Context: an optimization exercise on an open-source flow, tuned for small area, a short achievable clock period and few clock cycles per item. The choices shown serve that exercise and are no tape-out recipe.
The RTL was checked by simulation tests, not by an equivalence proof against the original design.

Design aes128_core, start of the top module:
module aes128_core (
    input  wire         clk,
    input  wire         rst,         
    input  wire         in_valid,
    output wire         in_ready,
    input  wire [127:0] key,
    input  wire [127:0] block_in,
    output reg          out_valid,
    output wire [127:0] block_out
);
clock: 10.0 ns
lec_check: 0
abc_area: 1
cap_margin: 20
core_margin: 2
core_utilization: 45
place_density: 0.6
slew_margin: 20
standard.sh (not shown) runs the stock make flow with config.mk's settings and CLKGATE_MAP_FILE= SYNTH_SCRIPT=/design/flow/synth_recipe.tcl, a recipe that flattens the netlist after the stock synthesis.
==> flow/flow/run.sh <==
#!/bin/bash
# Layout flow: the standard flow (standard.sh) with three changes.
# - Synthesis is the standard synthesis script (synth_recipe.tcl, ORFS's
#   synth.tcl) except that ABC maps the logic with flow/abc_map_area.script,
#   an area-oriented mapping. Registers are mapped before ABC runs, so they
#   are the standard synthesis's, with the same names and cells.
# - The input and output port buffers are sky130_fd_sc_hd__buf_2 cells rather
#   than the delay buffer that buffer_ports picks by default. Every port still
#   gets its own buffer.
# - Timing repair aims for a setup slack of at least 6.4 ns at the design's
#   10 ns clock, so that the resizer speeds up the critical paths; the clock
#   and the constraints are the design's, unchanged.
set -euo pipefail
here=$(pwd)
# synth.tcl with the ABC script replaced right after the preamble sets it
sed "s#^source \$::env(SCRIPTS_DIR)/synth_preamble.tcl\$#&\nset abc_args [lreplace \$abc_args 1 1 $here/flow/abc_map_area.script]#" \
  "$FLOW_HOME/scripts/synth.tcl" > my_synth_body.tcl
grep -q "abc_map_area.script" my_synth_body.tcl
sed "s#^source \$::env(SCRIPTS_DIR)/synth.tcl\$#source $here/my_synth_body.tcl#" synth_recipe.tcl > my_synth.tcl
grep -q "my_synth_body.tcl" my_synth.tcl
sed "s#SYNTH_SCRIPT=[^ ]*#SYNTH_SCRIPT=$here/my_synth.tcl#" standard.sh > my_standard.sh
grep -q "my_synth.tcl" my_standard.sh
export BUFFER_PORTS_ARGS="-buffer_cell sky130_fd_sc_hd__buf_2"
export SETUP_SLACK_MARGIN=6.4
bash my_standard.sh > standard_flow.log 2>&1
==> flow/flow/abc_map_area.script <==
strash
&get -n
&dch
&nf -R 1000
&put
topo
stime -c
buffer -c
upsize -c
dnsize -c
Testbench counts at the start, summed over its fixed seeds: cycles 32,024, blocks 3,200.
Edit:
--- a/flow/design.v
+++ b/flow/design.v
@@ -145,19 +145,20 @@
         end
     endfunction
     function automatic [7:0] xtime(input [7:0] b);
         xtime = {b[6:0], 1'b0} ^ (b[7] ? 8'h1b : 8'h00);
     endfunction
     function automatic [31:0] mix_column(input [31:0] col);
-        reg [7:0] a0, a1, a2, a3;
+        reg [7:0] a0, a1, a2, a3, t;
         begin
             a0 = col[31:24]; a1 = col[23:16]; a2 = col[15:8]; a3 = col[7:0];
-            mix_column = {xtime(a0) ^ xtime(a1) ^ a1 ^ a2 ^ a3,
-                          a0 ^ xtime(a1) ^ xtime(a2) ^ a2 ^ a3,
-                          a0 ^ a1 ^ xtime(a2) ^ xtime(a3) ^ a3,
-                          xtime(a0) ^ a0 ^ a1 ^ a2 ^ xtime(a3)};
+            t  = a0 ^ a1 ^ a2 ^ a3;
+            mix_column = {a0 ^ t ^ xtime(a0 ^ a1),
+                          a1 ^ t ^ xtime(a1 ^ a2),
+                          a2 ^ t ^ xtime(a2 ^ a3),
+                          a3 ^ t ^ xtime(a3 ^ a0)};
         end
     endfunction
     function automatic [127:0] mix_columns(input [127:0] s);
         mix_columns = {mix_column(s[127:96]), mix_column(s[95:64]),
                        mix_column(s[63:32]),  mix_column(s[31:0])};
     endfunction
Effect: The changed run ran to the end with no violations. Final cell count goes down slightly. Die area goes up slightly. Worst setup slack gets better by 0.010 ns. Wire length goes down by a few percent. Sequential share of layout area goes up by 0.11 points. Non-clock buffer count goes down by 27.
Testbench counts after the change, summed over its fixed seeds: cycles 32,024, blocks 3,200.

* * *

The RTL this note starts from:
==> flow/design.v <==
module aes128_core (
    input  wire         clk,
    input  wire         rst,         
    input  wire         in_valid,
    output wire         in_ready,
    input  wire [127:0] key,
    input  wire [127:0] block_in,
    output reg          out_valid,
    output wire [127:0] block_out
);
    function automatic [17:0] sbox_nl(input [7:0] x);
        reg U0,U1,U2,U3,U4,U5,U6,U7;
        reg T1,T2,T3,T4,T5,T6,T7,T8,T9,T10,T11,T12,T13,T14,T15,T16,T17,T18,T19,T20,T21,T22,T23,T24,T25,T26,T27,M1,M2,M3,M4,M5,M6,M7,M8,M9,M10,M11,M12,M13,M14,M15,M16,M17,M18,M19,M20,M21,M22,M23,M24,M25,M26,M27,M28,M29,M30,M31,M32,M33,M34,M35,M36,M37,M38,M39,M40,M41,M42,M43,M44,M45,M46,M47,M48,M49,M50,M51,M52,M53,M54,M55,M56,M57,M58,M59,M60,M61,M62,M63;
        begin
            {U0,U1,U2,U3,U4,U5,U6,U7} = x;
            T1 = U0 ^ U3;
            T2 = U0 ^ U5;
            T3 = U0 ^ U6;
            T4 = U3 ^ U5;
            T5 = U4 ^ U6;
            T6 = T1 ^ T5;
            T7 = U1 ^ U2;
            T8 = U7 ^ T6;
            T9 = U7 ^ T7;
            T10 = T6 ^ T7;
            T11 = U1 ^ U5;
            T12 = U2 ^ U5;
            T13 = T3 ^ T4;
            T14 = T6 ^ T11;
            T15 = T5 ^ T11;
            T16 = T5 ^ T12;
            T17 = T9 ^ T16;
            T18 = U3 ^ U7;
            T19 = T7 ^ T18;
            T20 = T1 ^ T19;
            T21 = U6 ^ U7;
            T22 = T7 ^ T21;
            T23 = T2 ^ T22;
            T24 = T2 ^ T10;
            T25 = T20 ^ T17;
            T26 = T3 ^ T16;
            T27 = T1 ^ T12;
            M1 = T13 & T6;
            M2 = T23 & T8;
            M3 = T14 ^ M1;
            M4 = T19 & U7;
            M5 = M4 ^ M1;
            M6 = T3 & T16;
            M7 = T22 & T9;
            M8 = T26 ^ M6;
            M9 = T20 & T17;
            M10 = M9 ^ M6;
            M11 = T1 & T15;
            M12 = T4 & T27;
            M13 = M12 ^ M11;
            M14 = T2 & T10;
            M15 = M14 ^ M11;
            M16 = M3 ^ M2;
            M17 = M5 ^ T24;
            M18 = M8 ^ M7;
            M19 = M10 ^ M15;
            M20 = M16 ^ M13;
            M21 = M17 ^ M15;
            M22 = M18 ^ M13;
            M23 = M19 ^ T25;
            M24 = M22 ^ M23;
            M25 = M22 & M20;
            M26 = M21 ^ M25;
            M27 = M20 ^ M21;
            M28 = M23 ^ M25;
            M29 = M28 & M27;
            M30 = M26 & M24;
            M31 = M20 & M23;
            M32 = M27 & M31;
            M33 = M27 ^ M25;
            M34 = M21 & M22;
            M35 = M24 & M34;
            M36 = M24 ^ M25;
            M37 = M21 ^ M29;
            M38 = M32 ^ M33;
            M39 = M23 ^ M30;
            M40 = M35 ^ M36;
            M41 = M38 ^ M40;
            M42 = M37 ^ M39;
            M43 = M37 ^ M38;
            M44 = M39 ^ M40;
            M45 = M42 ^ M41;
            M46 = M44 & T6;
            M47 = M40 & T8;
            M48 = M39 & U7;
            M49 = M43 & T16;
            M50 = M38 & T9;
            M51 = M37 & T17;
            M52 = M42 & T15;
            M53 = M45 & T27;
            M54 = M41 & T10;
            M55 = M44 & T13;
            M56 = M40 & T23;
            M57 = M39 & T19;
            M58 = M43 & T3;
            M59 = M38 & T22;
            M60 = M37 & T20;
            M61 = M42 & T1;
            M62 = M45 & T4;
            M63 = M41 & T2;
            sbox_nl = {M46, M47, M48, M49, M50, M51, M52, M53, M54, M55, M56, M57, M58, M59, M60, M61, M62, M63};
        end
    endfunction
    function automatic [7:0] sbox_lin(input [17:0] m);
        reg M46,M47,M48,M49,M50,M51,M52,M53,M54,M55,M56,M57,M58,M59,M60,M61,M62,M63;
        reg L0,L1,L2,L3,L4,L5,L6,L7,L8,L9,L10,L11,L12,L13,L14,L15,L16,L17,L18,L19,L20,L21,L22,L23,L24,L25,L26,L27,L28,L29;
        begin
            {M46, M47, M48, M49, M50, M51, M52, M53, M54, M55, M56, M57, M58, M59, M60, M61, M62, M63} = m;
            L0 = M61 ^ M62;
            L1 = M50 ^ M56;
            L2 = M46 ^ M48;
            L3 = M47 ^ M55;
            L4 = M54 ^ M58;
            L5 = M49 ^ M61;
            L6 = M62 ^ L5;
            L7 = M46 ^ L3;
            L8 = M51 ^ M59;
            L9 = M52 ^ M53;
            L10 = M53 ^ L4;
            L11 = M60 ^ L2;
            L12 = M48 ^ M51;
            L13 = M50 ^ L0;
            L14 = M52 ^ M61;
            L15 = M55 ^ L1;
            L16 = M56 ^ L0;
            L17 = M57 ^ L1;
            L18 = M58 ^ L8;
            L19 = M63 ^ L4;
            L20 = L0 ^ L1;
            L21 = L1 ^ L7;
            L22 = L3 ^ L12;
            L23 = L18 ^ L2;
            L24 = L15 ^ L9;
            L25 = L6 ^ L10;
            L26 = L7 ^ L9;
            L27 = L8 ^ L10;
            L28 = L11 ^ L14;
            L29 = L11 ^ L17;
            sbox_lin = {L6 ^ L24, ~(L16 ^ L26), ~(L19 ^ L28), L6 ^ L21, L20 ^ L22, L25 ^ L29, ~(L13 ^ L27), ~(L6 ^ L23)};
        end
    endfunction
    function automatic [7:0] xtime(input [7:0] b);
        xtime = {b[6:0], 1'b0} ^ (b[7] ? 8'h1b : 8'h00);
    endfunction
    function automatic [31:0] mix_column(input [31:0] col);
        reg [7:0] a0, a1, a2, a3;
        begin
            a0 = col[31:24]; a1 = col[23:16]; a2 = col[15:8]; a3 = col[7:0];
            mix_column = {xtime(a0) ^ xtime(a1) ^ a1 ^ a2 ^ a3,
                          a0 ^ xtime(a1) ^ xtime(a2) ^ a2 ^ a3,
                          a0 ^ a1 ^ xtime(a2) ^ xtime(a3) ^ a3,
                          xtime(a0) ^ a0 ^ a1 ^ a2 ^ xtime(a3)};
        end
    endfunction
    function automatic [127:0] mix_columns(input [127:0] s);
        mix_columns = {mix_column(s[127:96]), mix_column(s[95:64]),
                       mix_column(s[63:32]),  mix_column(s[31:0])};
    endfunction
    function automatic [127:0] shift_rows(input [127:0] s);
        integer r, c;
        for (c = 0; c < 4; c = c + 1)
            for (r = 0; r < 4; r = r + 1)
                shift_rows[127 - 8*(4*c + r) -: 8] = s[127 - 8*(4*((c + r) % 4) + r) -: 8];
    endfunction
    function automatic [287:0] nl_state(input [127:0] s);
        integer i;
        for (i = 0; i < 16; i = i + 1)
            nl_state[287 - 18*i -: 18] = sbox_nl(s[127 - 8*i -: 8]);
    endfunction
    function automatic [71:0] nl_word(input [31:0] w);
        integer i;
        for (i = 0; i < 4; i = i + 1)
            nl_word[71 - 18*i -: 18] = sbox_nl(w[31 - 8*i -: 8]);
    endfunction
    function automatic [127:0] lin_state(input [287:0] m);
        integer i;
        for (i = 0; i < 16; i = i + 1)
            lin_state[127 - 8*i -: 8] = sbox_lin(m[287 - 18*i -: 18]);
    endfunction
    function automatic [31:0] lin_word(input [71:0] m);
        integer i;
        for (i = 0; i < 4; i = i + 1)
            lin_word[31 - 8*i -: 8] = sbox_lin(m[71 - 18*i -: 18]);
    endfunction
    reg  [127:0] s1;
    reg  [127:0] k1;
    reg  [7:0]   rc1;
    reg          v1;          
    reg  [287:0] m2;
    reg  [71:0]  t2;
    reg  [127:0] k2;
    reg  [7:0]   rc2;
    reg          v2;
    reg  [127:0] res;
    reg          rdy;
    wire [127:0] sb = lin_state(m2);
    wire [31:0]  w0 = k2[127:96] ^ lin_word(t2) ^ {rc2, 24'h000000};
    wire [31:0]  w1 = k2[95:64]  ^ w0;
    wire [31:0]  w2 = k2[63:32]  ^ w1;
    wire [31:0]  w3 = k2[31:0]   ^ w2;
    wire [127:0] rk = {w0, w1, w2, w3};
    wire         last = (rc2 == 8'h36);
    wire         free = !v2 || last;
    assign in_ready  = rdy;
    assign block_out = res;
    always @(posedge clk) begin
        m2  <= nl_state(shift_rows(s1));
        t2  <= nl_word({k1[23:0], k1[31:24]});
        k2  <= k1;
        rc2 <= rc1;
        if (free) begin
            s1  <= block_in ^ key;
            k1  <= key;
            rc1 <= 8'h01;
        end else begin
            s1  <= mix_columns(sb) ^ rk;
            k1  <= rk;
            rc1 <= xtime(rc2);
        end
        res <= sb ^ rk;
        if (rst) begin
            v1        <= 1'b0;
            v2        <= 1'b0;
            out_valid <= 1'b0;
            rdy       <= 1'b1;
        end else begin
            v2        <= v1;
            v1        <= free ? in_valid : 1'b1;
            out_valid <= v2 && last;
            rdy       <= !v1 || (rc1 == 8'h36);
        end
    end
endmodule
==> flow/config.mk <==
export PLATFORM = sky130hd
export DESIGN_NAME = aes128_core
export DESIGN_NICKNAME = aes128_core
export VERILOG_FILES = /design/flow/design.v
export SDC_FILE = /design/flow/constraint.sdc
export NUM_CORES = 4
export LEC_CHECK = 0
export ABC_AREA = 1
export CAP_MARGIN = 20
export CORE_MARGIN = 2
export CORE_UTILIZATION = 55
export PLACE_DENSITY = 0.7
export SLEW_MARGIN = 20
==> flow/constraint.sdc <==
create_clock -name core_clock -period 10.0 [get_ports {clk}]
set_input_delay 2.0000 -clock core_clock [delete_from_list [all_inputs] [get_ports {clk}]]
set_output_delay 2.0000 -clock core_clock [all_outputs]
set_load 0.01 [all_outputs]
==> flow/flow/run.sh <==
#!/bin/bash
# Layout flow: the standard flow (standard.sh) with two changes.
# - The input and output port buffers are sky130_fd_sc_hd__buf_2 cells rather
#   than the delay buffer that buffer_ports picks by default. Every port still
#   gets its own buffer.
# - Timing repair aims for a setup slack of at least 6.7 ns at the design's
#   10 ns clock, so that the resizer speeds up the critical paths; the clock
#   and the constraints are the design's, unchanged.
set -euo pipefail
export BUFFER_PORTS_ARGS="-buffer_cell sky130_fd_sc_hd__buf_2"
export SETUP_SLACK_MARGIN=6.7
bash standard.sh > standard_flow.log 2>&1
The baseline completed without violations.
Testbench counts at the start, summed over its fixed seeds: cycles 32,024, blocks 3,200.
Change:
--- a/flow/design.v
+++ b/flow/design.v
@@ -200,24 +200,25 @@
     reg          rdy;
     wire [127:0] sb = lin_state(m2);
-    wire [31:0]  w0 = k2[127:96] ^ lin_word(t2) ^ {rc2, 24'h000000};
-    wire [31:0]  w1 = k2[95:64]  ^ w0;
-    wire [31:0]  w2 = k2[63:32]  ^ w1;
-    wire [31:0]  w3 = k2[31:0]   ^ w2;
-    wire [127:0] rk = {w0, w1, w2, w3};
+    wire [31:0]  tk = lin_word(t2);
+    wire [127:0] rk = k2 ^ {tk, tk, tk, tk};
     wire         last = (rc2 == 8'h36);
     wire         free = !v2 || last;
+    wire [31:0]  rcw = {rc1, 24'h000000};
     assign in_ready  = rdy;
     assign block_out = res;
     always @(posedge clk) begin
-        m2  <= nl_state(shift_rows(s1));
+        m2  <= nl_state(shift_rows(s1 ^ k1));
         t2  <= nl_word({k1[23:0], k1[31:24]});
-        k2  <= k1;
+        k2  <= {k1[127:96] ^ rcw,
+                k1[127:96] ^ k1[95:64] ^ rcw,
+                k1[127:96] ^ k1[95:64] ^ k1[63:32] ^ rcw,
+                k1[127:96] ^ k1[95:64] ^ k1[63:32] ^ k1[31:0] ^ rcw};
         rc2 <= rc1;
         if (free) begin
-            s1  <= block_in ^ key;
+            s1  <= block_in;
             k1  <= key;
             rc1 <= 8'h01;
         end else begin
-            s1  <= mix_columns(sb) ^ rk;
+            s1  <= mix_columns(sb);
             k1  <= rk;
             rc1 <= xtime(rc2);
The new run finished clean. Register-to-register slack degrades by 30 ps. Via count decreases by a few percent. Area after synthesis is lower by a few percent. Setup slack degrades by 27 ps. Count of clock-buffer cells in the layout goes down by 6.
Testbench counts after the change, summed over its fixed seeds: cycles 32,024, blocks 3,200.

port drivers added, routing unchanged:
The results above use ideal ports. As a check the final layouts listed here were re-extracted and re-timed, cells and wires unchanged. Step 1: set_driving_cell puts a clkbuf_16 on clk and a buf_2 on each other input, an assumption about the parent block. Step 2 adds t to the input delays and takes it off the output delays; t is the mean of the earliest and latest rising clock arrival at the registers after step 1. Input paths then give back, and output paths get back, about the clock's delay inside the block. Three values: ideal ports, drivers, drivers and shift; two values: the first two.
run | t (ns) | setup slack, ns | worst setup path after step 2 | clock arrival spread, ns
the first run of note 1 | 0.750 | 6.438 / 6.438 / 6.438 | register to register | 0.039 / 0.039
the second run of note 1 | 0.741 | 6.448 / 6.448 / 6.448 | register to register | 0.048 / 0.048
the first run of note 2 | 0.772 | 6.654 / 6.654 / 6.654 | register to register | 0.031 / 0.032
the second run of note 2 | 0.755 | 6.627 / 6.627 / 6.627 | register to register | 0.024 / 0.024
After both steps setup and hold are still met in every run listed.
